Context: an optimization exercise on an open-source flow, tuned for small area, a short achievable clock period and few clock cycles. The choices shown serve that exercise and are no tape-out recipe.
The RTL was checked by simulation tests, not by an equivalence proof against the original design.
Power and IR drop assume default switching activity.

`flow/constraint.sdc`:
```
create_clock -name core_clock -period 8.0 [get_ports {clk}]
set_input_delay 1.6000 -clock core_clock [delete_from_list [all_inputs] [get_ports {clk}]]
set_output_delay 1.6000 -clock core_clock [all_outputs]
set_load 0.01 [all_outputs]
```
`flow/run.sh`:
```
#!/bin/bash
# synth_recipe.tcl (not shown) runs the flow's synth.tcl, then flattens the netlist and writes it again
# the make line also repeats each setting of config.mk as NAME=value (left out here)
make -C /OpenROAD-flow-scripts/flow DESIGN_CONFIG=/design/flow/config.mk WORK_HOME=/design/flow/orfs CLKGATE_MAP_FILE= SYNTH_SCRIPT=/design/flow/synth_recipe.tcl finish
```
`flow/design.v`:
```
module fblc_dec (
    input  wire        clk,
    input  wire        rst_n,
    input  wire        in_valid,
    input  wire [7:0]  in_data,
    input  wire        in_last,
    output wire        in_ready,
    output wire        out_valid,
    input  wire        out_ready,
    output wire [15:0] out_syms,
    output wire [3:0]  out_count,
    output reg         done_valid,
    output reg  [3:0]  done_detail,
    output wire [31:0] done_bitoff,
    output wire [31:0] done_bytes
);
    localparam FN = 9;       
    localparam FD = 7;       
    localparam [3:0] P_HDR   = 4'd0,
                     P_TOK   = 4'd1,
                     P_G2    = 4'd2,
                     P_LITD  = 4'd3,
                     P_SPRE  = 4'd4,
                     P_SVOFF = 4'd5,
                     P_SRSYM = 4'd6,
                     P_SGZ   = 4'd7,
                     P_SGB   = 4'd8,
                     P_SEND  = 4'd9,
                     P_ISS   = 4'd10,
                     P_SKIP  = 4'd11,
                     P_FIN   = 4'd12;
    localparam [1:0] K_LIT = 2'd0, K_RUN = 2'd1, K_VERT = 2'd2, K_HIST = 2'd3;
    integer i;
    reg [3:0]  pst;
    reg [3:0]  pst_n;
    reg        ftok, fg2, flit, fiss;    
    reg [3:0]  hcnt;
    reg        he1, he2, he3, he4, he5, hhr;
    reg        hlo6;             
    reg [1:0]  htop;             
    reg [2:0]  hm;               
    reg [23:0] hlines;
    reg        hfull;            
    reg        h13;              
    reg        hlast;            
    reg [2:0]  wm;               
    reg [31:0] bb;
    reg [5:0]  bn;
    reg        iend;             
    reg [8:0]  fq [0:FD-1];      
    reg [2:0]  fn;
    reg        nxt;              
    reg        nend;             
    wire       dend = iend && (nxt || fn == 3'd0);    
    reg [28:0] btk;              
    reg [31:0] tstart;
    reg [31:0] rem;
    reg [8:0]  colu;             
    reg [8:0]  pp;               
    reg [9:0]  fill;             
    reg [1:0]  kind;
    reg [1:0]  tsym;
    reg [2:0]  vof;
    reg [9:0]  hdist;
    reg        pre1;
    reg [1:0]  fcnt;
    reg        gdist;
    reg [4:0]  gz;
    reg [4:0]  gleft;
    reg [23:0] gval;
    reg [2:0]  ecnt;
    reg [3:0]  detail;
    reg        st_off;
    reg        st_ok;
    assign done_bitoff = st_off ? tstart : 32'd0;
    assign done_bytes  = st_ok  ? 32'd16 + ((tstart + 32'd12) >> 3) : 32'd0;
    reg        pend;             
    wire [8:0] wid = {wm, 6'd0};
    reg        cv;
    reg        ccopy;            
    reg        cvert;
    reg [23:0] cleft;
    reg        cge8;             
    reg        cle8;             
    reg [2:0]  cq0;              
    reg [5:0]  cqw0, cqw1;       
    reg [7:0]  cqlo;             
    function [7:0] below(input [2:0] c);
        integer b;
        for (b = 0; b < 8; b = b + 1) below[b] = (b < c);
    endfunction
    reg signed [10:0] clo;       
    reg signed [10:0] chi;       
    reg [2:0]  crep;             
    reg [15:0] clit;
    reg [8:0]  ep;               
    reg        ov;
    assign out_valid = ov;
    reg [1023:0] hist;           
    wire       ofree  = !ov || out_ready;
    wire       emit   = cv && ofree;
    wire [3:0] ecount = cge8 ? 4'd8 : {1'b0, cleft[2:0]};
    wire       elast  = cle8;
    wire [8:0] cqn    = {cqw0, cq0} + {5'd0, ecount};
    wire       cfree  = !cv || (emit && elast);
    wire       done_fire = pend && !cv && ofree;
    reg        wv;
    reg [8:0]  wep;              
    reg [3:0]  wcnt;
    reg [15:0] wdr;              
    reg [7:0]  wm0, wm1;         
    reg [63:0] woh0, woh1;       
    reg [47:0] wab;              
    reg [2:0]  mk;
    reg [15:0] osyms;
    reg [2:0]  ok;
    always @(*) begin
        for (i = 0; i < 8; i = i + 1) begin
            ok = wep[2:0] + i[2:0];
            osyms[2*i +: 2] = wdr[2*ok +: 2];
        end
    end
    assign out_syms  = osyms;
    assign out_count = wcnt;
    always @(*) begin
        for (i = 0; i < 8; i = i + 1) begin
            mk = i[2:0] - wep[2:0];
            wm0[i] = wv && ({1'b0, mk} < wcnt) && (i >= wep[2:0]);
            wm1[i] = wv && ({1'b0, mk} < wcnt) && (i < wep[2:0]);
            wab[6*i +: 6] = wep[8:3] + ((i < wep[2:0]) ? 6'd1 : 6'd0);
        end
        for (i = 0; i < 64; i = i + 1)
            woh0[i] = (wep[8:3] == i);
        woh1 = {woh0[62:0], woh0[63]};
    end
    reg [15:0] rd;               
    reg [2:0]  rsel [0:7];       
    reg [7:0]  rmk;              
    reg [15:0] wdc;              
    reg [15:0] wdl;              
    reg [15:0] wd;               
    reg [5:0]  ra;
    reg [2:0]  kk;
    reg [3:0]  ln;
    reg [2:0]  wk;
    always @(*) begin
        for (i = 0; i < 8; i = i + 1) begin
            ra = cqlo[i] ? cqw1 : cqw0;
            rd[2*i +: 2] = ((wm0[i] || wm1[i]) && wab[6*i +: 6] == ra) ? wdr[2*i +: 2]
                                                                    : hist[2*(8*ra + i) +: 2];
        end
        for (i = 0; i < 8; i = i + 1) begin
            case (crep)
                3'd1: kk = 3'd0;
                3'd2: kk = i % 2;
                3'd3: kk = i % 3;
                3'd4: kk = i % 4;
                3'd5: kk = i % 5;
                3'd6: kk = i % 6;
                3'd7: kk = i % 7;
                default: kk = i;
            endcase
            ln = {1'b0, kk};
            rsel[i] = cq0 + kk;
            rmk[i]  = ($signed({7'd0, ln}) >= clo) && (!cvert || $signed({7'd0, i[3:0]}) < chi);
        end
        for (i = 0; i < 8; i = i + 1) begin
            wk = i[2:0] - ep[2:0];
            wdc[2*i +: 2] = rmk[wk] ? rd[2*rsel[wk] +: 2] : 2'd0;
            wdl[2*i +: 2] = clit[2*wk +: 2];
        end
        wd    = ccopy ? wdc : wdl;
    end
    genvar gw, gb;
    generate
        for (gw = 0; gw < 64; gw = gw + 1) begin : g_word
            for (gb = 0; gb < 8; gb = gb + 1) begin : g_bank
                always @(posedge clk)
                    if ((woh0[gw] && wm0[gb]) || (woh1[gw] && wm1[gb]))
                        hist[2*(8*gw+gb) +: 2] <= wdr[2*gb +: 2];
            end
        end
    endgenerate
    wire [1:0] pre = bb[31:30];
    function [15:0] gdec(input [20:0] x, input [5:0] avail);
        reg [9:0] zoh;
        reg [9:0] v;
        reg [3:0] z;
        reg       en;
        integer j;
        begin
            v  = 10'd0;
            z  = 4'd0;
            en = 1'b0;
            for (j = 0; j <= FN; j = j + 1) begin
                zoh[j] = x[20-j] && ((j == 0) || ((x >> (21-j)) == 21'd0));
                v      = v | ({10{zoh[j]}} & ((x >> (20 - 2*j)) & ((21'd1 << (j+1)) - 1)));
                z      = z | ({4{zoh[j]}} & j);
                en     = en | (zoh[j] && (2*j + 1 <= avail));
            end
            gdec = {(x[20:20-FN] == 10'd0), en, z, v};
        end
    endfunction
    wire [5:0]  av2 = (bn >= 6'd2) ? bn - 6'd2 : 6'd0;
    wire [5:0]  av4 = (bn >= 6'd4) ? bn - 6'd4 : 6'd0;
    wire [5:0]  av5 = (bn >= 6'd5) ? bn - 6'd5 : 6'd0;
    wire [15:0] gd0 = gdec(bb[31:11], bn);
    wire [15:0] gd2 = gdec(bb[29:9],  av2);
    wire [15:0] gd4 = gdec(bb[27:7],  av4);
    wire [15:0] gd5 = gdec(bb[26:6],  av5);
    reg [2:0]  g0;
    reg [15:0] gsel;
    reg [3:0]  gzc;              
    reg        gbig;             
    reg        genough;          
    reg [9:0]  gv;
    integer    k;
    always @(*) begin
        if (fg2)                begin g0 = 3'd0; gsel = gd0; end
        else if (pre == K_RUN)  begin g0 = 3'd4; gsel = gd4; end
        else if (pre == K_VERT) begin g0 = 3'd5; gsel = gd5; end
        else                    begin g0 = 3'd2; gsel = gd2; end
        gbig    = gsel[15];
        genough = gsel[14];
        gzc     = gsel[13:10];
        gv      = gsel[9:0];
    end
    wire [8:0] colr      = colu - wid;
    wire [7:0] col       = colr[8] ? colu[7:0] : colr[7:0];
    wire [8:0] line_left = wid - {1'b0, col};
    wire       rem_z     = (rem == 32'd0);
    wire       fv_rem    = (rem[31:10] == 22'd0) && (gv > rem[9:0]);
    wire       fv_line   = ({1'b0, gv} > {1'b0, line_left});
    wire       fv_dist   = (gv > 10'd512);
    wire       fast_bits = !gbig && genough;
    wire       tok_bad   = (pre == K_HIST) ? fv_dist : (fv_rem || (pre == K_VERT && fv_line));
    wire       fast_bad  = fast_bits && tok_bad;
    reg  [9:0] sm7;
    wire [9:0] x7 = gv ^ rem[9:0];
    wire [9:0] x8 = gv ^ {1'b0, line_left};
    always @(*) begin
        sm7 = x7;
        for (k = 1; k < 10; k = k + 1) sm7 = sm7 | (sm7 >> 1);
    end
    wire       e8first = fv_line && (!fv_rem || ((x8 & ~sm7) != 10'd0));
    wire [3:0] tok_det = (pre == K_HIST) ? 4'd9 : (pre == K_VERT && e8first) ? 4'd8 : 4'd7;
    reg        perr;
    reg  [3:0] perr_det;
    wire       tok_v7    = (pre == K_VERT) && (bb[29:27] == 3'b111);
    wire       tok_serial = tok_v7 ? (bn >= 6'd5 || dend)
                                   : (fast_bad || (gbig && bn >= {3'd0, g0} + 6'd10) || (dend && !fast_bits));
    wire       g2_serial = (fast_bits && fv_rem) || (gbig && bn >= 6'd10) || (dend && !fast_bits);
    wire       sbit   = bb[31];
    wire       shave  = (bn != 6'd0);
    wire [23:0] gnew_z = 24'd1 << gz;
    wire [23:0] gnew_b = gval | ({23'd0, sbit} << (gleft - 5'd1));
    wire [23:0] gcand  = (pst == P_SGZ) ? gnew_z : gnew_b;
    wire       g_e9 = gdist && (gcand > 24'd512);
    wire       g_e7 = !gdist && ({8'd0, gcand} > rem);
    wire       g_e8 = !gdist && (kind == K_VERT) && (gcand > {15'd0, line_left});
    wire       g_err = g_e9 || g_e7 || g_e8;
    wire [3:0] g_det = g_e9 ? 4'd9 : g_e7 ? 4'd7 : 4'd8;
    wire [3:0]  lnum  = (gval[23:3] != 21'd0) ? 4'd8 : {1'b0, gval[2:0]};    
    wire [15:0] lsrc  = bb[31:16];
    wire [15:0] ldata;
    genvar gl;
    generate
        for (gl = 0; gl < 8; gl = gl + 1) begin : g_lit
            assign ldata[2*gl +: 2] = lsrc[15-2*gl -: 2];
        end
    endgenerate
    wire end_ok = (bn >= 6'd5) && (bb[31:27] == 5'b10111);
    wire can_iss = cfree && (!pend || done_fire);
    reg        iss;              
    reg        upd;              
    reg [1:0]  ikind;
    reg [23:0] iL;
    reg [2:0]  iv;
    reg [1:0]  isym;
    reg        acc;              
    reg [2:0]  sa;               
    reg [3:0]  sz;               
    always @(*) begin
        iss   = 1'b0;
        upd   = 1'b0;
        ikind = kind;
        iL    = {14'd0, gv};
        iv    = vof;
        isym  = tsym;
        acc   = 1'b0;
        sa    = g0 + 3'd1;
        sz    = gzc;
        if (perr) begin
        end else if (ftok) begin
                ikind = pre;
                iv    = bb[29:27];
                isym  = bb[29:28];
                if (pend) begin
                    acc = 1'b0;
                end else if (rem_z) begin
                    sa  = 3'd5;
                    sz  = 4'd0;
                    acc = end_ok;
                end else if (!tok_v7 && fast_bits) begin
                    if (pre == K_HIST || pre == K_LIT) begin
                        acc = 1'b1;
                    end else if (can_iss) begin
                        acc  = 1'b1;
                        upd  = 1'b1;
                        iss  = 1'b1;
                    end
                end
        end else if (fg2) begin
                ikind = K_HIST;
                if (fast_bits && can_iss) begin
                    acc  = 1'b1;
                    upd  = 1'b1;
                    iss  = 1'b1;
                end
        end else if (flit) begin
                ikind = K_LIT;
                iL    = {20'd0, lnum};
                sa    = 3'd0;
                sz    = lnum;
                if ({1'b0, lnum, 1'b0} <= {1'b0, bn} && can_iss) begin
                    acc  = 1'b1;
                    upd  = 1'b1;
                    iss  = 1'b1;
                end
        end else if (fiss) begin
                iL = gval;
                if (kind == K_LIT) begin
                end else if (can_iss) begin
                    upd = 1'b1;
                    iss = 1'b1;
                end
        end else if (pst == P_SPRE || pst == P_SVOFF || pst == P_SRSYM ||
                     pst == P_SGZ  || pst == P_SGB   || pst == P_SEND) begin
            sa  = 3'd1;
            sz  = 4'd0;
            acc = shave;
        end
    end
    function [1:0] madd3(input [1:0] a, input [1:0] b);
        reg [2:0] t;
        begin
            t = {1'b0, a} + {1'b0, b};
            madd3 = (t >= 3'd3) ? t - 3'd3 : t[1:0];
        end
    endfunction
    function [1:0] mod3_18(input [17:0] x);
        reg [1:0] r [0:8];
        integer k;
        begin
            for (k = 0; k < 9; k = k + 1) r[k] = (x[2*k +: 2] == 2'd3) ? 2'd0 : x[2*k +: 2];
            mod3_18 = madd3(madd3(madd3(r[0], r[1]), madd3(r[2], r[3])),
                            madd3(madd3(r[4], r[5]), madd3(madd3(r[6], r[7]), r[8])));
        end
    endfunction
    wire [9:0] iLf = flit ? {6'd0, lnum} : gv;
    reg  [7:0] lmod;
    reg  [1:0] gm3;              
    always @(*) begin
        if (fiss) begin
            case (wm)
                3'd2:    lmod = {1'b0, gval[6:0]};
                3'd3:    lmod = {gm3, gval[5:0]};
                3'd4:    lmod = gval[7:0];
                default: lmod = {2'b0, gval[5:0]};
            endcase
        end else begin
            case (wm)
                3'd2:    lmod = {1'b0, iLf[6:0]};
                3'd3:    lmod = {mod3_18({14'd0, iLf[9:6]}), iLf[5:0]};
                3'd4:    lmod = iLf[7:0];
                default: lmod = {2'b0, iLf[5:0]};
            endcase
        end
    end
    wire [8:0] colnxt = {1'b0, col} + {1'b0, lmod};
    wire [9:0]  froom   = 10'd512 - fill;
    wire [23:0] fL      = fiss ? gval : {14'd0, iLf};
    wire [9:0]  fsum    = fill + fL[9:0];
    wire [10:0] rlo     = {1'b0, rem[9:0]} - {1'b0, iLf};
    wire [21:0] rhim1   = rem[31:10] - 22'd1;
    wire [31:0] rem_fast = {rlo[10] ? rhim1 : rem[31:10], rlo[9:0]};
    wire [9:0]  fillnxt = (fL >= {14'd0, froom}) ? 10'd512 : fsum;
    wire [8:0]  vd3   = wid + 9'd3;
    wire [8:0]  pvd   = pp - vd3;
    wire signed [10:0] vl1b = 11'sd3 - $signed({3'd0, col});                       
    wire signed [10:0] vl2b = $signed({2'd0, vd3}) - $signed({1'b0, fill});       
    wire signed [10:0] vhib = $signed({2'd0, line_left}) + 11'sd3;                
    wire [8:0]  vd    = vd3 - {6'd0, iv};
    wire signed [10:0] vlo1 = vl1b - $signed({8'd0, iv});
    wire signed [10:0] vlo2 = vl2b - $signed({8'd0, iv});
    wire signed [10:0] vhi  = vhib - $signed({8'd0, iv});
    wire [8:0]  cqv  = pvd + {6'd0, iv};
    wire [8:0]  cqh  = pp - hdist[8:0];
    wire signed [10:0] hlo  = $signed({1'b0, hdist}) - $signed({1'b0, fill});
    wire        hacc   = !hfull && (pst == P_HDR || iend);
    wire        hfire  = hacc && in_valid;
    wire [3:0]  h_det  = he1 ? 4'd1 : he2 ? 4'd2 : he3 ? 4'd3 : he4 ? 4'd4 : he5 ? 4'd5 : 4'd0;
    wire [25:0] hlm    = (hm == 3'd1) ? {2'd0, hlines} :
                         (hm == 3'd2) ? {1'b0, hlines, 1'b0} :
                         (hm == 3'd3) ? ({2'd0, hlines} + {1'b0, hlines, 1'b0}) :
                                        {hlines, 2'b0};
    wire        body_st = (pst != P_HDR) && (pst != P_FIN) && (pst != P_SKIP);
    wire        pre_ok = hfull && !h13 && !hlast && iend && (nxt || fn == 3'd0) && !nend &&
                         fn != FD && pst != P_SKIP;
    assign in_ready = hacc || (pst == P_SKIP && !iend) ||
                      (body_st && !iend && fn != FD) || pre_ok;
    wire        ffire = body_st && in_valid && !iend && fn != FD;
    wire        pfire = pre_ok && in_valid;
    wire        qpush = ffire || pfire;
    wire        bfire = body_st && !nxt && fn != 3'd0 && bn <= 6'd24;
    wire [31:0] bba   = bb | (bfire ? ({fq[0][7:0], 24'd0} >> bn) : 32'd0);
    wire [5:0]  bnf   = bn + (bfire ? 6'd8 : 6'd0);
    wire [31:0] bsa   = bba << sa;
    wire [31:0] bsz   = bsa << {sz, 1'b0};
    wire [5:0]  bnsa  = bnf - {3'd0, sa};
    wire [5:0]  bna   = bnsa - {1'b0, sz, 1'b0};
    localparam [4:0] END_PAT = 5'b10111;
    task dispatch;
        begin
            hfull  <= 1'b0;
            hcnt   <= 4'd0;
            btk    <= 29'd0;
            bb     <= 32'd0;
            bn     <= 6'd0;
            iend   <= hlast || nend || (pfire && in_last);
            nxt    <= 1'b0;
            nend   <= 1'b0;
            if (h13) begin
                detail <= 4'd13;
                pst_n     = P_FIN;
            end else if (h_det != 4'd0) begin
                detail <= h_det;
                pst_n     = P_SKIP;
            end else begin
                wm   <= hm;
                colu <= 9'd0;
                rem  <= {hlm, 6'd0};
                if (hhr || hm != wm) fill <= 10'd0;
                pst_n   = P_TOK;
            end
        end
    endtask
    always @(posedge clk) begin
        pst_n = pst;
        if (!rst_n) begin
            pst    <= P_HDR;
            ftok   <= 1'b0;
            fg2    <= 1'b0;
            flit   <= 1'b0;
            fiss   <= 1'b0;
            hcnt   <= 4'd0;
            he1 <= 1'b0; he2 <= 1'b0; he3 <= 1'b0; he4 <= 1'b0; he5 <= 1'b0; hhr <= 1'b0;
            hlo6   <= 1'b0;
            htop   <= 2'd0;
            hm     <= 3'd0;
            hlines <= 24'd0;
            hfull  <= 1'b0;
            h13    <= 1'b0;
            hlast  <= 1'b0;
            wm     <= 3'd0;
            bb     <= 32'd0;
            bn     <= 6'd0;
            iend   <= 1'b0;
            nxt    <= 1'b0;
            nend   <= 1'b0;
            fn     <= 3'd0;
            for (i = 0; i < FD; i = i + 1) fq[i] <= 9'd0;
            btk    <= 29'd0;
            tstart <= 32'd0;
            rem    <= 32'd0;
            colu   <= 9'd0;
            pp     <= 9'd0;
            fill   <= 10'd0;
            kind   <= 2'd0;
            tsym   <= 2'd0;
            vof    <= 3'd0;
            hdist   <= 10'd0;
            pre1   <= 1'b0;
            fcnt   <= 2'd0;
            gdist  <= 1'b0;
            gz     <= 5'd0;
            gleft  <= 5'd0;
            gval   <= 24'd0;
            ecnt   <= 3'd0;
            detail <= 4'd0;
            pend   <= 1'b0;
            perr   <= 1'b0;
            perr_det <= 4'd0;
            gm3    <= 2'd0;
            done_valid  <= 1'b0;
            done_detail <= 4'd0;
            st_off      <= 1'b0;
            st_ok       <= 1'b0;
            cv     <= 1'b0;
            ccopy  <= 1'b0;
            cvert  <= 1'b0;
            cleft  <= 24'd0;
            cge8   <= 1'b0;
            cle8   <= 1'b0;
            cq0    <= 3'd0;
            cqlo   <= 8'd0;
            cqw0   <= 6'd0;
            cqw1   <= 6'd0;
            clo    <= 11'sd0;
            chi    <= 11'sd0;
            crep   <= 3'd0;
            clit   <= 16'd0;
            ep     <= 9'd0;
            ov     <= 1'b0;
            wv     <= 1'b0;
            wep    <= 9'd0;
            wcnt   <= 4'd0;
            wdr    <= 16'd0;
        end else begin
            done_valid <= done_fire;
            if (done_fire) pend <= 1'b0;
            wv <= emit;
            if (emit) begin
                wep   <= ep;
                wcnt  <= ecount;
                wdr   <= wd;
                ov    <= 1'b1;
                ep    <= ep + {5'd0, ecount};
                {cqw0, cq0} <= cqn;
                cqlo  <= below(cqn[2:0]);
                cqw1  <= cqn[8:3] + 6'd1;
                cleft <= cleft - {20'd0, ecount};
                cge8  <= (cleft - {20'd0, ecount}) >= 24'd8;
                cle8  <= (cleft - {20'd0, ecount}) <= 24'd8;
                if (clo > 11'sd0) clo <= clo - $signed({7'd0, ecount});
                if (chi > 11'sd0) chi <= chi - $signed({7'd0, ecount});
                if (elast) cv <= 1'b0;
            end else if (out_ready) begin
                ov <= 1'b0;
            end
            if (iss) begin
                cv <= 1'b1;
                case (ikind)
                    K_RUN: begin
                        ccopy <= 1'b0;
                        cvert <= 1'b0;
                        cleft <= iL;
                        cge8  <= iL >= 24'd8;
                        cle8  <= iL <= 24'd8;
                        clit  <= {8{isym}};
                    end
                    K_LIT: begin
                        ccopy <= 1'b0;
                        cvert <= 1'b0;
                        cleft <= iL;
                        cge8  <= iL >= 24'd8;
                        cle8  <= iL <= 24'd8;
                        clit  <= ldata;
                    end
                    K_VERT: begin
                        ccopy <= 1'b1;
                        cvert <= 1'b1;
                        cleft <= iL;
                        cge8  <= iL >= 24'd8;
                        cle8  <= iL <= 24'd8;
                        {cqw0, cq0} <= cqv;
                        cqlo  <= below(cqv[2:0]);
                        cqw1  <= cqv[8:3] + 6'd1;
                        clo   <= (vlo1 > vlo2) ? vlo1 : vlo2;
                        chi   <= vhi;
                        crep  <= 3'd0;
                    end
                    default: begin
                        ccopy <= 1'b1;
                        cvert <= 1'b0;
                        cleft <= iL;
                        cge8  <= iL >= 24'd8;
                        cle8  <= iL <= 24'd8;
                        {cqw0, cq0} <= cqh;
                        cqlo  <= below(cqh[2:0]);
                        cqw1  <= cqh[8:3] + 6'd1;
                        clo   <= hlo;
                        chi   <= 11'sd0;
                        crep  <= (hdist < 10'd8) ? hdist[2:0] : 3'd0;
                    end
                endcase
            end
            if (upd) begin
                rem  <= fiss ? rem - {8'd0, gval} : rem_fast;
                colu <= colnxt;
                pp   <= pp + (fiss ? gval[8:0] : iLf[8:0]);
                fill <= fillnxt;
            end
            if (body_st) begin
                bb <= acc ? bsz : bba;
                bn <= acc ? bna : bnf;
                if (bfire) btk <= btk + 29'd1;
                if (ffire && in_last) iend <= 1'b1;
            end
            for (i = 0; i < FD; i = i + 1) begin
                if (bfire) begin
                    if (qpush && i == fn - 1) fq[i] <= {in_last, in_data};
                    else if (i < FD - 1)      fq[i] <= fq[i+1];
                end else if (qpush && i == fn) begin
                    fq[i] <= {in_last, in_data};
                end
            end
            fn <= fn + {2'd0, qpush} - {2'd0, bfire};
            if (pfire) begin
                nxt <= 1'b1;
                if (in_last) nend <= 1'b1;
            end
            if (hfire) begin
                hcnt <= hcnt + 1'b1;
                case (hcnt)
                    4'd0:  begin
                               he1 <= (in_data != 8'h46);
                               he2 <= 1'b0; he3 <= 1'b0; he4 <= 1'b0; he5 <= 1'b0;
                           end
                    4'd1:  he1 <= he1 || (in_data != 8'h42);
                    4'd2:  he1 <= he1 || (in_data != 8'h01);
                    4'd3:  he2 <= (in_data != 8'h02);
                    4'd4:  begin hlo6 <= (in_data[5:0] != 6'd0); htop <= in_data[7:6]; end
                    4'd5:  begin
                               he3 <= hlo6 || !((in_data == 8'd0 && htop != 2'd0) ||
                                                (in_data == 8'd1 && htop == 2'd0));
                               hm  <= (in_data == 8'd1) ? 3'd4 : {1'b0, htop};
                           end
                    4'd6:  begin hhr <= in_data[0]; he5 <= (in_data[7:1] != 7'd0); end
                    4'd8:  hlines[7:0]   <= in_data;
                    4'd9:  hlines[15:8]  <= in_data;
                    4'd10: hlines[23:16] <= in_data;
                    4'd11: he4 <= (in_data != 8'd0) || (hlines == 24'd0);
                    default: he5 <= he5 || (in_data != 8'd0);      
                endcase
                if (hcnt == 4'd15 || in_last) begin
                    hfull <= 1'b1;
                    h13   <= (hcnt != 4'd15);
                    hlast <= in_last;
                end
            end
            perr     <= acc && ((ftok && !rem_z && tok_bad) || (fg2 && fv_rem));
            perr_det <= fg2 ? 4'd7 : tok_det;
            if (perr) begin
                detail <= perr_det;
                pst_n   = P_SKIP;
            end else
            case (pst)
            P_HDR: begin
                if (hfull) dispatch;
            end
            P_TOK: begin
                tstart <= {btk, 3'd0} - {26'd0, bn};
                kind   <= pre;
                vof    <= bb[29:27];
                tsym   <= bb[29:28];
                fcnt   <= 2'd0;
                ecnt   <= 3'd0;
                gz     <= 5'd0;
                gdist  <= 1'b0;
                if (pend) begin
                    tstart <= tstart;
                end else if (rem_z) begin
                    if (end_ok) begin
                        detail <= 4'd0;
                        pst_n     = dend ? P_FIN : P_SKIP;
                    end else if (bn >= 6'd5 || dend) begin
                        pst_n  = P_SEND;
                    end
                end else if (acc) begin
                    if (pre == K_HIST) begin
                        hdist <= gv;
                        pst_n   = P_G2;
                    end else if (pre == K_LIT) begin
                        gval <= {14'd0, gv};
                        pst_n   = P_LITD;
                    end
                end else if (tok_serial) begin
                    pst_n  = P_SPRE;
                end
            end
            P_G2: begin
                gz    <= 5'd0;
                gdist <= 1'b0;
                if (iss) begin
                    pst_n  = P_TOK;
                end else if (g2_serial) begin
                    pst_n  = P_SGZ;
                end
            end
            P_LITD: begin
                if (iss) begin
                    gval <= gval - {20'd0, lnum};
                    if (gval == {20'd0, lnum}) pst_n  = P_TOK;
                end else if (dend && {1'b0, lnum, 1'b0} > {1'b0, bn}) begin
                    detail <= 4'd12;
                    pst_n     = P_SKIP;
                end
            end
            P_ISS: begin
                if (kind == K_LIT) begin
                    pst_n   = P_LITD;
                end else if (iss) begin
                    pst_n   = P_TOK;
                end
            end
            P_SPRE: begin
                if (!shave) begin
                    if (dend) begin detail <= 4'd12; pst_n  = P_SKIP; end
                end else if (fcnt == 2'd0) begin
                    pre1 <= sbit;
                    fcnt <= 2'd1;
                end else begin
                    fcnt <= 2'd0;
                    kind <= {pre1, sbit};
                    case ({pre1, sbit})
                        K_LIT:  pst_n  = P_SGZ;
                        K_RUN:  pst_n  = P_SRSYM;
                        K_VERT: pst_n  = P_SVOFF;
                        default: begin gdist <= 1'b1; pst_n  = P_SGZ; end
                    endcase
                end
            end
            P_SVOFF: begin
                if (!shave) begin
                    if (dend) begin detail <= 4'd12; pst_n  = P_SKIP; end
                end else begin
                    vof <= {vof[1:0], sbit};
                    if (fcnt == 2'd2) begin
                        fcnt <= 2'd0;
                        if ({vof[1:0], sbit} == 3'b111) begin
                            detail <= 4'd11;
                            pst_n     = P_SKIP;
                        end else begin
                            pst_n  = P_SGZ;
                        end
                    end else begin
                        fcnt <= fcnt + 1'b1;
                    end
                end
            end
            P_SRSYM: begin
                if (!shave) begin
                    if (dend) begin detail <= 4'd12; pst_n  = P_SKIP; end
                end else begin
                    tsym <= {tsym[0], sbit};
                    if (fcnt == 2'd1) begin
                        fcnt <= 2'd0;
                        pst_n   = P_SGZ;
                    end else begin
                        fcnt <= fcnt + 1'b1;
                    end
                end
            end
            P_SGZ: begin
                if (!shave) begin
                    if (dend) begin detail <= 4'd12; pst_n  = P_SKIP; end
                end else if (!sbit) begin
                    if (gz == 5'd23) begin
                        detail <= 4'd6;
                        pst_n     = P_SKIP;
                    end else begin
                        gz <= gz + 1'b1;
                    end
                end else begin
                    gval  <= gnew_z;
                    gm3   <= (gz < 5'd6) ? 2'd0 : gz[0] ? 2'd2 : 2'd1;    
                    gleft <= gz;
                    if (g_err) begin
                        detail <= g_det;
                        pst_n     = P_SKIP;
                    end else if (gz == 5'd0) begin
                        if (gdist) begin
                            hdist  <= gnew_z[9:0];
                            gdist <= 1'b0;
                            pst_n    = P_G2;
                        end else begin
                            pst_n  = P_ISS;
                        end
                    end else begin
                        pst_n  = P_SGB;
                    end
                end
            end
            P_SGB: begin
                if (!shave) begin
                    if (dend) begin detail <= 4'd12; pst_n  = P_SKIP; end
                end else begin
                    gval  <= gnew_b;
                    if (sbit && gleft > 5'd6) gm3 <= madd3(gm3, gleft[0] ? 2'd1 : 2'd2);    
                    gleft <= gleft - 1'b1;
                    if (g_err) begin
                        detail <= g_det;
                        pst_n     = P_SKIP;
                    end else if (gleft == 5'd1) begin
                        gz <= 5'd0;
                        if (gdist) begin
                            hdist  <= gnew_b[9:0];
                            gdist <= 1'b0;
                            pst_n    = P_G2;
                        end else begin
                            pst_n  = P_ISS;
                        end
                    end
                end
            end
            P_SEND: begin
                if (!shave) begin
                    if (dend) begin detail <= 4'd12; pst_n  = P_SKIP; end
                end else if (sbit != END_PAT[3'd4 - ecnt]) begin
                    detail <= 4'd10;
                    pst_n     = P_SKIP;
                end else if (ecnt == 3'd4) begin
                    detail <= 4'd0;
                    pst_n     = P_SKIP;
                end else begin
                    ecnt <= ecnt + 1'b1;
                end
            end
            P_SKIP: begin
                bb <= 32'd0;
                bn <= 6'd0;
                if (!nxt) fn <= 3'd0;
                if (!iend && in_valid && in_last) iend <= 1'b1;
                if (iend || (in_valid && in_last)) pst_n  = P_FIN;
            end
            P_FIN: begin
                if (!pend) begin
                    pend        <= 1'b1;
                    done_detail <= detail;
                    st_off      <= (detail >= 4'd6 && detail <= 4'd12);
                    st_ok       <= (detail == 4'd0);
                    if (detail != 4'd0) fill <= 10'd0;
                    detail <= 4'd0;
                    iend   <= 1'b0;
                    bb     <= 32'd0;
                    bn     <= 6'd0;
                    if (hfull) dispatch;
                    else       pst_n = P_HDR;
                end
            end
            default: pst_n  = P_HDR;
            endcase
            pst  <= pst_n;
            ftok <= (pst_n == P_TOK);
            fg2  <= (pst_n == P_G2);
            flit <= (pst_n == P_LITD);
            fiss <= (pst_n == P_ISS);
        end
    end
endmodule
```
`flow/config.mk`:
```
export PLATFORM = sky130hd
export DESIGN_NAME = fblc_dec
export DESIGN_NICKNAME = fblc_dec
export VERILOG_FILES = /design/flow/design.v
export SDC_FILE = /design/flow/constraint.sdc
export NUM_CORES = 4
export LEC_CHECK = 0
export CAP_MARGIN = 20
export CELL_PAD_IN_SITES_DETAIL_PLACEMENT = 1
export CELL_PAD_IN_SITES_GLOBAL_PLACEMENT = 2
export CORE_MARGIN = 2
export CORE_UTILIZATION = 30
export GPL_ROUTABILITY_DRIVEN = 1
export PLACE_DENSITY = 0.45
export SETUP_SLACK_MARGIN = 2.5
export SLEW_MARGIN = 20
```
==> flow_summary.yaml, run 1 <==
outcome:
  outcome: "complete, no violations"
sta:
  setup_tns_ns: 0
  fmax_mhz: 174
  finalSetupViolations: 0
  final-hold-violation-count: 0
  worst_slew_pin_slew_ns: 1.19
  min_period_ns: 5.74
  drv_slew: 0
  post-route-period-util: 0.718
  finalClockSkew_ns: 0.105
  maxSlewHeadroom: 0.202
  rsz0062_at_grt: "yes"
cells_and_area:
  fillCellCount: 35800
  instances_no_fill: 14400
  fin_area_um2: 111000
  multi_input_area_um2: 53600
  area_growth_pct: 15.4
  regArea_um2: 40600
  drive_gt1_frac: 0.157
  final_nets: 10300
clock_network:
  clock_latency_ns: 0.93
  numCtsBuffers: 193
  cts_max_level: 4
  clkTransAtPathRegs_ns: 0.06
  cts.sinks: 1508
  cts_tree: "built"
  ctsRootBufferMaster: "clkbuf_16"
  cts_max_path_buffers: 4
hold_path:
  min_from: "tstart[0]$_SDFFE_PN0P_"
  hold_class: "reg -> reg"
  whs_path_depth: 2
  hold_end: "tstart[0]$_SDFFE_PN0P_"
logic_synthesis:
  yosysTopAreaCell: "edfxtp_1"
  synthArstFlopShare: 0
  netlist_area_um2: 96500
  seq_area_frac_synth: 0.419
  syn_area_per_cell_um2: 9.74
  synth.most_common_cell: "nor2_1"
  syn-instance-count: 9909
  synthTopCellsByCount: "1096 x nor2_1, 1024 x edfxtp_1, 874 x nand2_1"
  ys_seq_elements: 1508
  yosys_warnings: 4
  ys_types: 129
  synth_area_leaders: "edfxtp_1 32%, dfxtp_1 10%, mux4_2 7.1%"
  synthDominantCellAreaShare: 0.319
  synth-main-ff-cell: "edfxtp_1"
  synth_edf_count: 1024
floorplanning:
  die_area_um2: 326000
  fp.dieW_um: 571
  ioPinCount: 104
  design.core.area_um2: 321000
  rows: 208
  die_h_um: 571
  start_util: 0.301
worst_setup_path:
  crit_type: "reg -> out"
  r2r-end: "rem[21]$_SDFF_PN0_"
  crit_fanout: 5
  cp.arrival_ns: 4.14
  critPathCaptureType: "output port"
  ff2ff_path_depth: 22
  startpoint: "tstart[2]$_SDFFE_PN0P_"
  r2r_setup_slack_ns: 2.62
  r2r_start: "bb[24]$_SDFF_PN0_"
  cp.required_ns: 6.40
  startpoint_type: "flop"
drt:
  drtAntennaViolNets: 0
  met3_length_mm: 15.7
  firstDrtPassIters: 7
  met1_length_mm: 198
  met2_wirelength_mm: 225
  drcViolationCount: 0
  wirelength_mm: 457
  vias: 82100
  routedWlPerCell_um: 31.9
  top_layer: "met5"
  via_per_inst: 5.72
  drtIter0Drc: 5771
global_routing:
  grtUsageTotal: 0.273
  grt_overflow_total: 0
  grt_max_degree: 133
  grt_pass1_vias: 85300
  grt_pass1_wl_mm: 650
  antenna_found_initial: 16
power:
  cellPowerDensity_nw_per_um2: 399
  p_leak_nw: 38.9
  vdd_drop_max_mv: 0.411
place:
  dp_cells: 13900
  portBuffers: 101
  placed_cell_area_um2: 103000
  hpwl_mm: 327
  place_congestion: 0.892
flow_run:
  drv_cap: 0
-- registers in the layout, summed over array words and instances (netlist names), 10 cells and up --
signal	count
hdist	10
tstart	32
wdr	16
chi	11
hlines	24
clo	11
rem	32
cleft	24
gval	24
fq	56
clit	16
bb	32
fill	10
hist	1024
btk	29
-- how the worst max path moves through the flow --
| stage | depth (start not counted) | end | slack, ns |
|---|---|---|---|
| after floorplan | 27 | rem[27]$_SDFF_PN0_ | 2.51 |
| after global placement | 20 | rem[27]$_SDFF_PN0_ | 1.11 |
| after detailed placement | 19 | hdist[2]$_SDFFE_PN0P_ | 1.11 |
| after CTS | 14 | done_bytes[26] | 2.18 |
| after global routing | 14 | done_bytes[26] | 2.09 |
| final | 14 | done_bytes[26] | 2.26 |
-- per-stage QoR --
| step | hold WS (ns) | util | power [W] | setup WS, ns |
|---|---|---|---|---|
| 3_5_place_dp | 0.455 | 0.320 | 0.0331 | 1.11 |
| 6_report | 0.464 | 0.348 | 0.0444 | 2.26 |
| 5_1_grt | 0.493 | 0.348 | 0.0470 | 2.09 |
| 2_1_floorplan | 0.431 | - | 0.0245 | 2.51 |
| 3_3_place_gp | 0.443 | 0.320 | 0.0331 | 1.11 |
| 4_1_cts | 0.464 | 0.344 | 0.0437 | 2.18 |
-- report_power, final --
group          internal [W]  total [W]  switching [W]  leakage [nW]
Sequential          0.00911    0.00997       0.000860          13.4
Clock               0.00508    0.00884        0.00376          3.04
Combinational       0.00912     0.0256         0.0165          22.5
Total                0.0233     0.0444         0.0211          38.9
-- per-layer routing --
layer / up-vias / GRT usage
li1: 37200 / -
met3: 639 / 0.0246
met2: 1851 / 0.475
met5: - / 0
met1: 42400 / 0.352
met4: 4 / 0.0980
-- cells in the final DEF, fill, tap and decap left out, types with 310 or more instances in the layout --
cell      count
nand2_1     815
dfxtp_1     427
mux2i_1     314
o22ai_1     427
o21ai_0     375
edfxtp_1   1024
buf_4       394
inv_1       310
ha_1        392
a21oi_1     739
nor2_1     1078
-- cell type report --
type | count | share of cell area
multi-input cells | 7322 | 0.481
diodes | 6 | 0.000135
flip-flops and latches | 1508 | 0.364
clock inverters | 96 | 0.00838
inverters | 336 | 0.0116
clock buffers | 251 | 0.0476
repair buffers | 527 | 0.0392
well taps | 4305 | 0.0483
-- critical path, cell delays in order, from the launching register on --
cell,delay [ns]
dfxtp_4,0.35
inv_4,0.03
ha_4,0.14
nand4b_1,0.23
or2_4,0.32
or3_4,0.40
nor2_4,0.12
nand2_2,0.08
xor2_2,0.17
or4_4,0.44
or3_4,0.46
a211oi_4,0.18
xnor2_1,0.14
nor2_1,0.05
buf_2,0.16
-- logic make-up after synthesis --
| kind of cell | Yosys count | share of synthesized area |
|---|---|---|
| xor gates and xnor gates | 375 | 0.0341 |
| adders and majority gates | 428 | 0.0575 |
| other | 2 | 0.0000778 |
| AOI/OAI and AO/OA | 2630 | 0.175 |
| DFF | 1508 | 0.419 |
| and+or+nand+nor | 3164 | 0.154 |
| buffers and inverters | 1083 | 0.0452 |
| muxes | 719 | 0.115 |
-- repair_timing --
item,CTS,global route
hold buffers,0,0
pin swaps,49,54
resized for setup,245,151
gates cloned,2,0
hold endpoints to repair,0,0
setup buffers,85,51
setup endpoints to repair,214,153
Testbench counts, summed over its fixed seeds: cycles 8,857.
==> run 2, diff against run 1 <==
--- a/flow/config.mk
+++ b/flow/config.mk
@@ -9,8 +9,8 @@
 export CELL_PAD_IN_SITES_DETAIL_PLACEMENT = 1
 export CELL_PAD_IN_SITES_GLOBAL_PLACEMENT = 2
 export CORE_MARGIN = 2
-export CORE_UTILIZATION = 30
+export CORE_UTILIZATION = 40
 export GPL_ROUTABILITY_DRIVEN = 1
-export PLACE_DENSITY = 0.45
+export PLACE_DENSITY = 0.55
 export SETUP_SLACK_MARGIN = 2.5
 export SLEW_MARGIN = 20
==> flow_summary.yaml, run 2 <==
sta:
  finalSetupViolations: 0
  setup_tns_ns: 0
  rsz0062_at_grt: "yes"
  hold_slack_ns: 0.470
  finalClockSkew_ns: 0.0798
  drv_slew: 0
  worst_slew_pin_slew_ns: 1.21
  fmax_mhz: 172
  min_period_ns: 5.83
  final-hold-violation-count: 0
  post-route-period-util: 0.728
  maxSlewHeadroom: 0.188
  setup_ws_ns: 2.17
logic_synthesis:
  syn-instance-count: 9909
  seq_area_frac_synth: 0.419
  yosysTopAreaCell: "edfxtp_1"
  yosys.area_share.adder: 0.0575
  synth_area_leaders: "edfxtp_1 32%, dfxtp_1 10%, mux4_2 7.1%"
  syn_area_per_cell_um2: 9.74
  synthMuxAreaShare: 0.115
  netlist_area_um2: 96500
  yosys.area_share.simple: 0.154
  synthTopCellsByCount: "1096 x nor2_1, 1024 x edfxtp_1, 874 x nand2_1"
  synthArstFlopShare: 0
  synthDominantCellAreaShare: 0.319
  synthXorXnorAreaFrac: 0.0341
  synth.most_common_cell: "nor2_1"
  ys_types: 129
  yosys_warnings: 4
  synth_compound_area_frac: 0.175
  ys_seq_elements: 1508
  synth-main-ff-cell: "edfxtp_1"
  synth_edf_count: 1024
  synth_top_family_by_area: "compound AO/OA/AOI/OAI gates"
cells_and_area:
  largest_reg_flops: 1024
  top_regs: "hist (1024), fq (56)"
  area_growth_pct: 14.1
  final_nets: 10400
  layout_common_cells: "1081 x nor2_1, 1024 x edfxtp_1, 849 x nand2_1"
  drive_gt1_frac: 0.154
  final_common_cell: "nor2_1"
  largest-register: "hist"
  fillCellCount: 26300
clock_network:
  clock_latency_ns: 0.88
  cts.sinks: 1508
  cts_tree: "built"
  postCtsHoldBufs: 0
  ctsRootBufferMaster: "clkbuf_16"
  cts_max_level: 4
  clkTransAtPathRegs_ns: 0.06
  cts_max_path_buffers: 3
  numCtsBuffers: 178
floorplanning:
  die_area_um2: 245000
  start_util: 0.402
  rows: 180
  ioPinCount: 104
  fp.dieW_um: 495
  design.core.area_um2: 240000
  die_h_um: 495
drt:
  via_per_inst: 6.30
  vias: 83500
  wirelength_mm: 412
  routedWlPerCell_um: 31.1
  firstDrtPassIters: 7
  drtAntennaViolNets: 0
  drtIter0Drc: 7538
  drcViolationCount: 0
hold_path:
  hold_class: "reg -> reg"
  min_from: "tstart[0]$_SDFFE_PN0P_"
worst_setup_path:
  path_cells: "inv_4, ha_4, nand4b_1, or2_4, nor3_4, nand2_2, xnor2_2, nand2_2, or4_4, or3_4, o21a_1, nor3_1, buf_2"
  cp.required_ns: 6.40
  cp_common_cell: "nand2_2"
  cp.arrival_ns: 4.23
  slowest_stage: "or4_4"
  critPathMaxStageDelay_ns: 0.51
  r2r_start: "bb[30]$_SDFF_PN0_"
  critPathCaptureType: "output port"
  startpoint: "tstart[2]$_SDFFE_PN0P_"
  startpoint_type: "flop"
  crit_fanout: 5
  crit_type: "reg -> out"
place:
  hpwl_mm: 296
  place_ws_ns: 1.11
  portBuffers: 101
  place_congestion: 0.928
global_routing:
  antenna_found_initial: 12
  grt_pass1_wl_mm: 596
  grtUsageTotal: 0.327
  grt_overflow_total: 0
  grt_max_degree: 125
  grt_pass1_vias: 85200
flow_run:
  drv_cap: 0
outcome:
  outcome: "complete, no violations"
power:
  vdd_drop_max_mv: 0.496
  p_leak_nw: 39.1
  cellPowerDensity_nw_per_um2: 393
==> run 2: cell counts after synthesis <==
Identical to the previous run, type by type.
==> run 2: layout make-up <==
type                            count  area (µm²)  area share
Multi-Input combinational cell   7320       53200       0.483
Sequential cell                  1508       40500       0.368
Timing Repair Buffer              572        4760      0.0432
Clock buffer                      218        4740      0.0430
Tap cell                         3185        3990      0.0362
Clock inverter                    114        1570      0.0143
Inverter                          336        1300      0.0118
Antenna cell                        9        22.5    0.000204
==> run 2: where the power goes <==
| part | switching, W | internal [W] |
|---|---|---|
| clock network | 0.00367 | 0.00513 |
| registers | 0.000836 | 0.00911 |
| logic | 0.0155 | 0.00899 |
==> run 2: per-layer routing <==
| layer | track usage | vias up | share of wire | wire length, µm |
|---|---|---|---|---|
| li1 | - | 37200 | - | - |
| met1 | 0.413 | 42700 | 0.41 | 168000 |
| met2 | 0.553 | 2767 | 0.48 | 200000 |
| met3 | 0.0408 | 830 | 0.052 | 21300 |
| met4 | 0.161 | 2 | 0.056 | 23100 |
| met5 | 0 | - | 0.000044 | 18 |
==> run 2: final timing paths <==
check | to | slack [ns] | cells after the start
setup / recovery | done_bytes[27] | 2.17 | 13
hold / removal | tstart[0]$_SDFFE_PN0P_ | 0.47 | 2
setup reg to reg | rem[13]$_SDFF_PN0_ | 2.59 | 26
hold reg to reg | tstart[0]$_SDFFE_PN0P_ | 0.47 | 2
==> run 2: critical path: cells and delay by family, from the launching register on <==
| kind | cells | cell delay, ns |
|---|---|---|
| fa+ha+maj | 1 | 0.14 |
| xor+xnor | 1 | 0.17 |
| buf+inv | 2 | 0.22 |
| compound gates | 1 | 0.22 |
| flops | 1 | 0.36 |
| simple gates | 8 | 2.25 |
==> run 2: repair_timing <==
item                       4_1_cts  5_1_grt
pin swaps                       36       57
setup buffers                   60      100
setup endpoints to repair      202      108
cloned                           0        2
gates resized for setup        192      164
==> run 2: cell families (layout without fill, tap and decap cells) <==
kind of cell | count (synthesis) | after routing
xor gates and xnor gates | 375 | 375
adders and majority gates | 428 | 428
other | 2 | 13
AOI/OAI and AO/OA | 2630 | 2630
muxes | 719 | 719
DFF | 1508 | 1508
and+or+nand+nor | 3164 | 3164
buffers and inverters | 1083 | 1240
==> run 2: metrics by stage <==
step           total power (W)  instances   util  instance area, µm²
2_1_floorplan           0.0245       9911      -               96500
3_3_place_gp            0.0320      12800  0.421              101000
3_5_place_dp            0.0322      12800  0.421              101000
4_1_cts                 0.0419      13200  0.452              109000
5_1_grt                 0.0455      13300  0.458              110000
6_report                0.0432      13300  0.458              110000
==> run 3, diff against run 2 <==
--- a/flow/design.v
+++ b/flow/design.v
@@ -538,52 +538,29 @@
             end else if (out_ready) begin
                 ov <= 1'b0;
             end
-            if (iss) begin
-                cv <= 1'b1;
-                case (ikind)
-                    K_RUN: begin
-                        ccopy <= 1'b0;
-                        cvert <= 1'b0;
-                        cleft <= iL;
-                        cge8  <= iL >= 24'd8;
-                        cle8  <= iL <= 24'd8;
-                        clit  <= {8{isym}};
-                    end
-                    K_LIT: begin
-                        ccopy <= 1'b0;
-                        cvert <= 1'b0;
-                        cleft <= iL;
-                        cge8  <= iL >= 24'd8;
-                        cle8  <= iL <= 24'd8;
-                        clit  <= ldata;
-                    end
-                    K_VERT: begin
-                        ccopy <= 1'b1;
-                        cvert <= 1'b1;
-                        cleft <= iL;
-                        cge8  <= iL >= 24'd8;
-                        cle8  <= iL <= 24'd8;
-                        {cqw0, cq0} <= cqv;
-                        cqlo  <= below(cqv[2:0]);
-                        cqw1  <= cqv[8:3] + 6'd1;
-                        clo   <= (vlo1 > vlo2) ? vlo1 : vlo2;
-                        chi   <= vhi;
-                        crep  <= 3'd0;
-                    end
-                    default: begin
-                        ccopy <= 1'b1;
-                        cvert <= 1'b0;
-                        cleft <= iL;
-                        cge8  <= iL >= 24'd8;
-                        cle8  <= iL <= 24'd8;
-                        {cqw0, cq0} <= cqh;
-                        cqlo  <= below(cqh[2:0]);
-                        cqw1  <= cqh[8:3] + 6'd1;
-                        clo   <= hlo;
-                        chi   <= 11'sd0;
-                        crep  <= (hdist < 10'd8) ? hdist[2:0] : 3'd0;
-                    end
-                endcase
+            if (iss) cv <= 1'b1;
+            if (cfree) begin
+                ccopy <= ikind[1];
+                cvert <= (ikind == K_VERT);
+                cleft <= iL;
+                cge8  <= iL >= 24'd8;
+                cle8  <= iL <= 24'd8;
+                clit  <= (ikind == K_LIT) ? ldata : {8{isym}};
+                if (ikind == K_VERT) begin
+                    {cqw0, cq0} <= cqv;
+                    cqlo  <= below(cqv[2:0]);
+                    cqw1  <= cqv[8:3] + 6'd1;
+                    clo   <= (vlo1 > vlo2) ? vlo1 : vlo2;
+                    chi   <= vhi;
+                    crep  <= 3'd0;
+                end else begin
+                    {cqw0, cq0} <= cqh;
+                    cqlo  <= below(cqh[2:0]);
+                    cqw1  <= cqh[8:3] + 6'd1;
+                    clo   <= hlo;
+                    chi   <= 11'sd0;
+                    crep  <= (hdist < 10'd8) ? hdist[2:0] : 3'd0;
+                end
             end
             if (upd) begin
                 rem  <= fiss ? rem - {8'd0, gval} : rem_fast;
--- a/flow/config.mk
+++ b/flow/config.mk
@@ -9,8 +9,8 @@
 export CELL_PAD_IN_SITES_DETAIL_PLACEMENT = 1
 export CELL_PAD_IN_SITES_GLOBAL_PLACEMENT = 2
 export CORE_MARGIN = 2
-export CORE_UTILIZATION = 40
+export CORE_UTILIZATION = 30
 export GPL_ROUTABILITY_DRIVEN = 1
-export PLACE_DENSITY = 0.55
+export PLACE_DENSITY = 0.45
 export SETUP_SLACK_MARGIN = 2.5
 export SLEW_MARGIN = 20
==> flow_summary.yaml, run 3 <==
floorplanning:
  die_area_um2: 325000
  fp.dieW_um: 570
  design.core.area_um2: 319000
  rows: 207
  start_util: 0.302
  ioPinCount: 104
  die_h_um: 570
cells_and_area:
  post-route-util: 0.349
  area_growth_pct: 15.4
  fillCellCount: 35400
  top_regs: "hist (1024), fq (56)"
  final_nets: 10300
  largest_reg_flops: 1024
  final_common_cell: "nor2_1"
  layout_common_cells: "1142 x nor2_1, 1024 x edfxtp_1, 774 x nand2_1"
  largest-register: "hist"
  drive_gt1_frac: 0.155
clock_network:
  cts_tree: "built"
  clkTransAtPathRegs_ns: 0.06
  clock_latency_ns: 0.91
  numCtsBuffers: 195
  cts_max_level: 4
  cts_max_path_buffers: 4
  ctsRootBufferMaster: "clkbuf_16"
  postCtsHoldBufs: 0
  cts.sinks: 1506
drt:
  routedWlPerCell_um: 32.2
  drtIter0Drc: 6433
  wirelength_mm: 457
  drtAntennaViolNets: 0
  via_per_inst: 5.78
  firstDrtPassIters: 7
  drcViolationCount: 0
  vias: 82000
sta:
  final-hold-violation-count: 0
  maxSlewHeadroom: 0.205
  finalClockSkew_ns: 0.103
  post-route-period-util: 0.681
  rsz0062_at_grt: "yes"
  min_period_ns: 5.45
  drv_slew: 0
  setup_tns_ns: 0
  worst_slew_pin_slew_ns: 1.16
  fmax_mhz: 184
  finalSetupViolations: 0
logic_synthesis:
  netlist_area_um2: 96200
  yosysTopAreaCell: "edfxtp_1"
  synth.most_common_cell: "nor2_1"
  synth_edf_count: 1024
  yosys_warnings: 4
  syn_area_per_cell_um2: 9.70
  synthTopCellsByCount: "1170 x nor2_1, 1024 x edfxtp_1, 840 x nand2_1"
  synthDominantCellAreaShare: 0.319
  ys_seq_elements: 1506
  synthArstFlopShare: 0
  ys_types: 122
  synth-main-ff-cell: "edfxtp_1"
  synth_area_leaders: "edfxtp_1 32%, dfxtp_1 10%, mux4_2 7.3%"
  syn-instance-count: 9920
  seq_area_frac_synth: 0.420
power:
  p_leak_nw: 38.4
  p_int_w: 0.0245
  switching_share: 0.473
  p_comb_frac: 0.592
  cellPowerDensity_nw_per_um2: 419
  p_sw_w: 0.0220
  vdd_drop_max_mv: 0.385
  p_seq_frac: 0.219
  power_frac_clock: 0.190
place:
  hpwl_mm: 330
  portBuffers: 101
  place_congestion: 0.888
worst_setup_path:
  cp.arrival_ns: 6.21
  r2r_start: "bb[28]$_SDFF_PN0_"
  crit_fanout: 24
  ff2ff_path_depth: 20
  r2r_setup_slack_ns: 2.55
  critPathCaptureType: "flop"
  crit_type: "reg -> reg"
  r2r-end: "rem[29]$_SDFF_PN0_"
  startpoint_type: "flop"
  cp.required_ns: 8.76
hold_path:
  whs_path_depth: 2
  hold_class: "reg -> reg"
  min_from: "ep[8]$_SDFFE_PN0P_"
  hold_end: "wep[8]$_SDFFE_PN0P_"
global_routing:
  grt_max_degree: 107
  grtUsageTotal: 0.274
  grt_overflow_total: 0
  antenna_found_initial: 16
  grt_pass1_wl_mm: 650
  grt_pass1_vias: 85400
outcome:
  outcome: "complete, no violations"
flow_run:
  drv_cap: 0
[run 3: cell count changes after synthesis, moves of 25 or more]
cell      before   now
a211oi_1     190   228
a21oi_1      753   778
a31oi_1       89   128
and2_1        77   111
clkbuf_1     554   587
nand2_1      874   840
nor2_1      1096  1170
nor3_1       236   200
o211ai_1      86    44
o22ai_1      429   381
[run 3: worst max path at each step]
stage,startpoint,endpoint,slack [ns],cells past startpoint
after floorplan,bb[29]$_SDFF_PN0_,clo[0]$_SDFFE_PN0P_,2.82,27
after global placement,bb[26]$_SDFF_PN0_,rem[29]$_SDFF_PN0_,0.71,21
after detailed placement,bb[26]$_SDFF_PN0_,rem[29]$_SDFF_PN0_,0.77,21
after CTS,gleft[0]$_SDFFE_PN0P_,hdist[9]$_SDFFE_PN0P_,2.45,19
after global routing,bb[28]$_SDFF_PN0_,rem[29]$_SDFF_PN0_,2.31,20
final,bb[28]$_SDFF_PN0_,rem[29]$_SDFF_PN0_,2.55,20
[run 3: per-stage QoR]
stage	area, µm²	worst slack [ns]	hold WS [ns]	power [W]	std cells
2_1_floorplan	96300	2.82	0.437	0.0265	9922
3_3_place_gp	102000	0.715	0.458	0.0361	13700
3_5_place_dp	102000	0.770	0.463	0.0361	13700
4_1_cts	110000	2.45	0.419	0.0458	14100
5_1_grt	111000	2.31	0.443	0.0493	14200
6_report	111000	2.55	0.411	0.0465	14200
[run 3: cell type report]
type                    instances  area, µm²  share of cell area
clock inverters                97       1050             0.00950
diodes                          6       15.0            0.000135
well taps                    4180       5230              0.0471
flip-flops and latches       1506      40500               0.365
inverters                     355       1370              0.0123
repair buffers                504       4230              0.0381
multi-input cells            7306      53500               0.482
clock buffers                 248       5150              0.0464
[run 3: critical path: stages (launching register included)]
cell	delay, ns
dfxtp_1	0.44
buf_12	0.23
or4b_2	0.68
o21ai_1	0.19
a221oi_1	0.12
a2111oi_2	0.37
o21a_2	0.28
mux2i_2	0.13
ha_1	0.37
nor2b_1	0.16
o21ai_2	0.18
a21boi_2	0.12
o21ai_2	0.19
a21boi_2	0.10
o2111ai_2	0.30
nand4_1	0.28
nor3_2	0.34
a31oi_4	0.08
nor3_4	0.24
mux2_4	0.32
o22a_1	0.21
[run 3: timing repair]
item,4_1_cts,5_1_grt
pin swaps,31,64
gates cloned,1,4
setup endpoints to repair,195,139
resized for setup,231,210
buffers inserted,42,65
[run 3: cells by family after synthesis]
family	synth area share
buffers and inverters	0.0461
DFF	0.420
muxes	0.115
xor gates and xnor gates	0.0322
AOI/OAI and AO/OA	0.179
other	0.0000780
adders and majority gates	0.0574
and+or+nand+nor	0.150
[run 3: per-layer routing]
metal	share of wire	vias to the layer above	GRT usage	wire length (µm)
met1	0.43	42600	0.353	199000
met5	0.000028	-	0	13
met3	0.035	566	0.0248	15800
li1	-	37100	-	-
met2	0.50	1787	0.483	227000
met4	0.034	2	0.0845	15800
[run 3: power by group through the flow]
stage	Sequential [W]	Clock, W	Combinational (W)
finish	0.0102	0.00882	0.0275
floorplan	0.0102	0	0.0163
CTS	0.0101	0.00905	0.0266
global route	0.0102	0.00931	0.0298
detailed placement	0.0103	0	0.0258
global placement	0.0103	0	0.0258
Testbench counts of run 3, summed over its fixed seeds: cycles 8,857.
==> run 4, diff against run 3 <==
--- a/flow/config.mk
+++ b/flow/config.mk
@@ -12,5 +12,5 @@
 export CORE_UTILIZATION = 30
 export GPL_ROUTABILITY_DRIVEN = 1
 export PLACE_DENSITY = 0.45
-export SETUP_SLACK_MARGIN = 2.5
+export SETUP_SLACK_MARGIN = 2.75
 export SLEW_MARGIN = 20
==> flow_summary.yaml, run 4 <==
cells_and_area:
  layout_common_cells: "1134 x nor2_1, 1024 x edfxtp_1, 769 x nand2_1"
  final_nets: 10400
  fillCellCount: 35300
  largest_reg_flops: 1024
  area_growth_pct: 16.8
  largest-register: "hist"
  top_regs: "hist (1024), fq (56)"
  final_common_cell: "nor2_1"
  drive_gt1_frac: 0.171
logic_synthesis:
  syn_area_per_cell_um2: 9.70
  yosys_warnings: 4
  synth-main-ff-cell: "edfxtp_1"
  synth_edf_count: 1024
  synth.most_common_cell: "nor2_1"
  yosysTopAreaCell: "edfxtp_1"
  seq_area_frac_synth: 0.420
  synth_area_leaders: "edfxtp_1 32%, dfxtp_1 10%, mux4_2 7.3%"
  synthTopCellsByCount: "1170 x nor2_1, 1024 x edfxtp_1, 840 x nand2_1"
  netlist_area_um2: 96200
  ys_types: 122
  ys_seq_elements: 1506
  syn-instance-count: 9920
  synthArstFlopShare: 0
  synthDominantCellAreaShare: 0.319
power:
  p_seq_frac: 0.213
  vdd_drop_max_mv: 0.464
  p_sw_w: 0.0224
  cellPowerDensity_nw_per_um2: 424
  p_leak_nw: 38.9
  finalPower_w: 0.0477
  switching_share: 0.470
  power_frac_clock: 0.185
  p_int_w: 0.0253
  p_comb_frac: 0.602
place:
  hpwl_mm: 330
  place_congestion: 0.888
  portBuffers: 101
drt:
  drtIter0Drc: 6660
  wirelength_mm: 461
  drcViolationCount: 0
  drtAntennaViolNets: 0
  via_per_inst: 5.79
  firstDrtPassIters: 6
  vias: 82500
  routedWlPerCell_um: 32.3
sta:
  post-route-period-util: 0.678
  drv_slew: 0
  finalClockSkew_ns: 0.101
  setup_tns_ns: 0
  finalSetupViolations: 0
  worst_slew_pin_slew_ns: 1.26
  maxSlewHeadroom: 0.157
  final-hold-violation-count: 0
  rsz0062_at_grt: "yes"
  min_period_ns: 5.42
  fmax_mhz: 184
worst_setup_path:
  startpoint_type: "flop"
  cp.arrival_ns: 3.82
  r2r_start: "bb[26]$_SDFF_PN0_"
  crit_type: "reg -> out"
  startpoint: "tstart[2]$_SDFFE_PN0P_"
  critPathCaptureType: "output port"
  cp.required_ns: 6.40
  crit_fanout: 4
clock_network:
  ctsRootBufferMaster: "clkbuf_16"
  cts.sinks: 1506
  cts_max_level: 4
  clkTransAtPathRegs_ns: 0.06
  numCtsBuffers: 195
  cts_tree: "built"
  clock_latency_ns: 0.92
  cts_max_path_buffers: 4
floorplanning:
  fp.dieW_um: 570
  rows: 207
  start_util: 0.302
  ioPinCount: 104
  die_h_um: 570
  design.core.area_um2: 319000
  die_area_um2: 325000
global_routing:
  grt_overflow_total: 0
  grt_max_degree: 107
  antenna_found_initial: 15
  grt_pass1_wl_mm: 654
  grt_pass1_vias: 85800
  grtUsageTotal: 0.276
hold_path:
  min_from: "ep[8]$_SDFFE_PN0P_"
  hold_class: "reg -> reg"
outcome:
  outcome: "complete, no violations"
flow_run:
  drv_cap: 0
[run 4: repair_timing]
| action | CTS | global route |
|---|---|---|
| setup buffers | 83 | 81 |
| pin swaps | 74 | 143 |
| setup endpoints to repair | 219 | 156 |
| cloned | 6 | 3 |
| resized for setup | 370 | 274 |
| hold endpoints to repair | 0 | 0 |
| hold buffers | 0 | 0 |
[run 4: worst max-delay path, stage by stage (launching register included)]
cell and delay (ns):
dfxtp_4 0.37, o2111ai_2 0.12, buf_4 0.17, or2_4 0.25, or3_4 0.38, or4b_4 0.49, a21oi_2 0.14, a31oi_2 0.05
or3_4 0.44, nor2_4 0.14, nand2_2 0.06, xnor2_1 0.12, nor2_1 0.08, buf_2 0.15
[run 4: logic make-up (layout without fill, tap and decap cells)]
group                      after synthesis  count (layout)  share of synthesized area
xor gates and xnor gates               354             354                     0.0322
buffers and inverters                 1112            1263                     0.0461
and+or+nand+nor                       3120            3122                      0.150
muxes                                  712             712                      0.115
AOI/OAI and AO/OA                     2688            2689                      0.179
adders and majority gates              426             426                     0.0574
DFF                                   1506            1506                      0.420
other                                    2               9                  0.0000780
[run 4: power groups by stage]
stage	Sequential [W]	Clock (W)	Combinational, W
after floorplan	0.0102	0	0.0163
after global placement	0.0103	0	0.0258
after detailed placement	0.0103	0	0.0258
after CTS	0.0102	0.00905	0.0274
after global routing	0.0102	0.00930	0.0309
final	0.0102	0.00882	0.0287
[run 4: routing by layer]
layer | vias to the layer above | global-route usage | share of wire
li1 | 37200 | - | -
met1 | 42900 | 0.355 | 0.43
met2 | 1881 | 0.486 | 0.50
met3 | 570 | 0.0246 | 0.035
met4 | 2 | 0.0849 | 0.035
met5 | - | 0 | 0.000028
[run 4: layout make-up]
cell class,instances,area [µm²],area share
diodes,5,12.5,0.000111
repair buffers,563,4770,0.0424
flip-flops and latches,1506,40500,0.361
well taps,4180,5230,0.0465
clock buffers,248,5150,0.0458
clock inverters,97,1050,0.00938
multi-input cells,7307,54300,0.483
inverters,355,1390,0.0124
[run 4: worst paths after layout]
path / endpoint / slack, ns / depth (start not counted)
worst max register to register: rem[29]$_SDFF_PN0_ / 2.68 / 22
worst min register to register: wep[8]$_SDFFE_PN0P_ / 0.41 / 2
worst min-delay path: wep[8]$_SDFFE_PN0P_ / 0.41 / 2
worst max-delay path: done_bytes[27] / 2.58 / 13
[run 4: per-stage QoR]
stage | hold WS, ns | setup slack, ns | instances | util | area (µm²)
after floorplan | 0.437 | 2.82 | 9922 | - | 96300
after detailed placement | 0.463 | 0.770 | 13700 | 0.321 | 102000
after global placement | 0.458 | 0.715 | 13700 | 0.321 | 102000
after global routing | 0.443 | 2.41 | 14300 | 0.353 | 112000
final | 0.414 | 2.58 | 14300 | 0.353 | 112000
after CTS | 0.419 | 2.49 | 14200 | 0.347 | 110000

## static timing again, ports no longer ideal
In the flow no input, the clock included, has a driving cell. The finished layouts below were timed again as built, in two steps.
Step 1 (the two cells are an assumption about what drives the block):
set clk [get_ports {clk}]
set_driving_cell -lib_cell sky130_fd_sc_hd__clkbuf_16 $clk
set_driving_cell -lib_cell sky130_fd_sc_hd__buf_2 [delete_from_list [all_inputs] $clk]
Step 2 adds t to the input delays and takes it off the output delays; t is the mean of the earliest and latest rising clock arrival at the registers after step 1. Input paths then give back, and output paths get back, about the clock's delay inside the block.
Three values: ideal ports, drivers, drivers and shift; two values: the first two.
run | t (ns) | slack for setup (ns) | slew at the worst register clock pin (ns)
run 1 | 0.974 | 2.260 / 2.158 / 1.934 | 0.07 / 0.07
run 2 | 0.938 | 2.173 / 2.077 / 2.024 | 0.07 / 0.07
run 3 | 0.970 | 2.555 / 2.481 / 2.555 | 0.07 / 0.07
run 4 | 0.975 | 2.578 / 2.475 / 2.682 | 0.07 / 0.07
After both steps every run listed still meets setup and hold. For run 1, which loses most, drivers alone change the setup slack by -0.102 ns; drivers and shift together by -0.326 ns.
